From an optimization exercise on the open Yosys and OpenROAD flow, aimed at small area, a short achievable clock period and few clock cycles per item; shortcuts taken in it are not production practice.
At most, simulation tests tie the RTL to the original design; equivalence was not proved.
No activity file was given, so power comes from the tool's default toggle rates.

// iris4_packer
module iris4_packer (
    input  wire         clk,
    input  wire         rst,
    input  wire         in_valid,
    output wire         in_ready,
    input  wire [31:0]  in_data,
    input  wire [15:0]  in_draw,
    input  wire         in_last,
    input  wire [1:0]   in_rnd,
    input  wire         in_sat,
    input  wire         in_flush,
    output wire         out_valid,
    input  wire         out_ready,
    output wire [7:0]   out_scale,
    output wire [127:0] out_codes,
    output wire [5:0]   out_nsat,
    output wire [5:0]   out_nflush,
    output wire [5:0]   out_nnan
);
Size: about 1900 flip-flops, roughly 0.051 mm^2 of cells after synthesis.
export LEC_CHECK = 0
export CAP_MARGIN = 20
export CORE_MARGIN = 2
export CORE_UTILIZATION = 60
export CTS_CLUSTER_DIAMETER = 90
export CTS_CLUSTER_SIZE = 28
export PLACE_DENSITY = 0.72
export SLEW_MARGIN = 20
create_clock -name core_clock -period 40.0 [get_ports {clk}]
standard.sh (not shown) runs the stock make flow with config.mk's settings and CLKGATE_MAP_FILE= SYNTH_SCRIPT=/design/flow/synth_recipe.tcl, a recipe that flattens the netlist after the stock synthesis.
==> flow/flow/run.sh <==
#!/bin/bash
# Standard layout, with the ports buffered by a plain buffer and timing
# repair asked to leave more setup slack than the clock needs.
set -euo pipefail
export BUFFER_PORTS_ARGS="-buffer_cell sky130_fd_sc_hd__buf_2"
bash standard.sh SETUP_SLACK_MARGIN=30.8 SKIP_GATE_CLONING=1 finish > standard.log 2>&1
Next try:
--- a/flow/design.v
+++ b/flow/design.v
@@ -277,41 +277,33 @@
     wire [1:0] accr      = new0 ? r0_rnd : acc_rnd;
     wire [7:0] cur0 = act     ? cur_scale : d1v0 ? d1s0 : accs;
     wire [7:0] cur1 = !t_last ? cur_scale : d1v1 ? d1s1 : accs;
     wire [1:0] crn0 = act     ? cur_rnd   : d1v0 ? d1r0 : accr;
     wire [1:0] crn1 = !t_last ? cur_rnd   : d1v1 ? d1r1 : accr;
     wire [4:0] d1c0 = xfer0 ? acc_cnt : d1_cnt;
     wire [4:0] d1c1 = xfer1 ? acc_cnt : d1_cnt;
     wire [4:0] accc = new0 ? (a_init ? 5'd0 : acc_cnt + 5'd1) : acc_cnt;
     wire [4:0] ccn0 = act     ? cur_cnt : d1v0 ? d1c0 : accc;
     wire [4:0] ccn1 = !t_last ? cur_cnt : d1v1 ? d1c1 : accc;
     integer i;
-    wire        hdr_ld = take && first;
-    wire [25:0] hdr_new = {cur_scale,
-                           d1_v ? (d1_scale == 8'hFF ? 6'd0 : d1_n) : acc_nsat,
-                           d1_v ? d1_nflush : acc_nfl,
-                           d1_v ? (d1_scale == 8'hFF ? d1_n : 6'd0) : acc_nnan};
     reg  [127:0] codes_n;
     reg          c_sel, c_clr;
     always @* begin
         for (i = 0; i < 32; i = i + 1) begin
             c_sel = take && (idx == i);
             c_clr = take && first;
             codes_n[4*i +: 4] = ({4{c_sel}} & code) | ({4{!c_sel && !c_clr}} & codes[4*i +: 4]);
         end
     end
-    always @(posedge clk) begin
-        {scale, nsat, nflush, nnan} <= ({26{hdr_ld}} & hdr_new) |
-                                       ({26{!hdr_ld}} & {scale, nsat, nflush, nnan});
+    always @(posedge clk)
         codes <= codes_n;
-    end
     always @(posedge clk) begin
         for (i = 1; i < NR; i = i + 1)
             ring[i] <= ring[i-1];
         ring[0]  <= in_ready ? in_slot : ring[NR-1];
         r0_last  <= in_last;
         r0_rnd   <= in_rnd;
         r0_sat   <= in_sat;
         r0_flush <= in_flush;
         if (rst) begin
             rv       <= {NR{1'b0}};
             skip     <= 6'd0;
@@ -358,22 +350,28 @@
                 d1_scale  <= acc_scale;
                 d1_rnd    <= acc_rnd;
                 d1_cnt    <= acc_cnt;
                 d1_n      <= acc_nb ? acc_nnn : acc_nov;
                 d1_nflush <= acc_nfl;
             end else if (d1_take) begin
                 d1_v <= 1'b0;
             end
             if (ovalid && out_ready)
                 ovalid <= 1'b0;
             if (take) begin
+                if (first) begin
+                    scale   <= cur_scale;
+                    nsat    <= d1_v ? (d1_scale == 8'hFF ? 6'd0 : d1_n) : acc_nsat;
+                    nflush  <= d1_v ? d1_nflush : acc_nfl;
+                    nnan    <= d1_v ? (d1_scale == 8'hFF ? d1_n : 6'd0) : acc_nnan;
+                end
                 if (t_last) begin
                     ovalid <= 1'b1;
                     act    <= 1'b0;
                     idx    <= 5'd0;
                 end else begin
                     act    <= 1'b1;
                     idx    <= idx + 5'd1;
                 end
             end
         end
     end
The new run finished clean. Total power decreases by 6.3%. Utilization decreases by 0.32 points. Area after synthesis decreases by 0.84%. Via count decreases by 1.9%. Sequential power decreases by about 6%. Non-clock buffer count decreases by 1. Die area decreases by 0.83%. Global-route usage decreases by 0.79 points. Worst setup slack improves by 0.080 ns. Critical path depth increases by 1. Maximum frequency increases by 0.86%. Register-to-register slack degrades by 0.08 ns. Synthesized cell count decreases by 2.2%. Clock power increases by 3.4%.
Testbench counts after the change, summed over its fixed seeds: cycles 61,642, blocks 2,048.
No functional check of the RTL was part of the first run of this note.

port drivers added, routing unchanged:
The flow's constraints put no driver on any port. The routed layouts listed below were extracted and timed again, unchanged, in two steps. Step 1 sets driving cells, clkbuf_16 on the clock port and buf_2 on the other inputs (assumed; they add their load-dependent delay and slew). Step 2 moves the port delays by t, midway between the first and last clock arrival at a register: inputs arrive t later, outputs are due t later. That takes back most of the time a late clock gives input paths. Slacks: ideal ports / drivers / drivers and shift; pairs: ideal ports / drivers.
| run | shift t [ns] | slack for setup (ns) | latest minus earliest clock arrival (ns) |
|---|---|---|---|
| the first run | 0.728 | 30.631 / 30.563 / 29.948 | 0.039 / 0.039 |
| the second run | 0.730 | 30.711 / 30.641 / 30.072 | 0.044 / 0.043 |
After both steps every run listed still meets setup and hold. For the first run, which loses most, drivers alone change the setup slack by -0.068 ns; drivers and shift together by -0.683 ns.
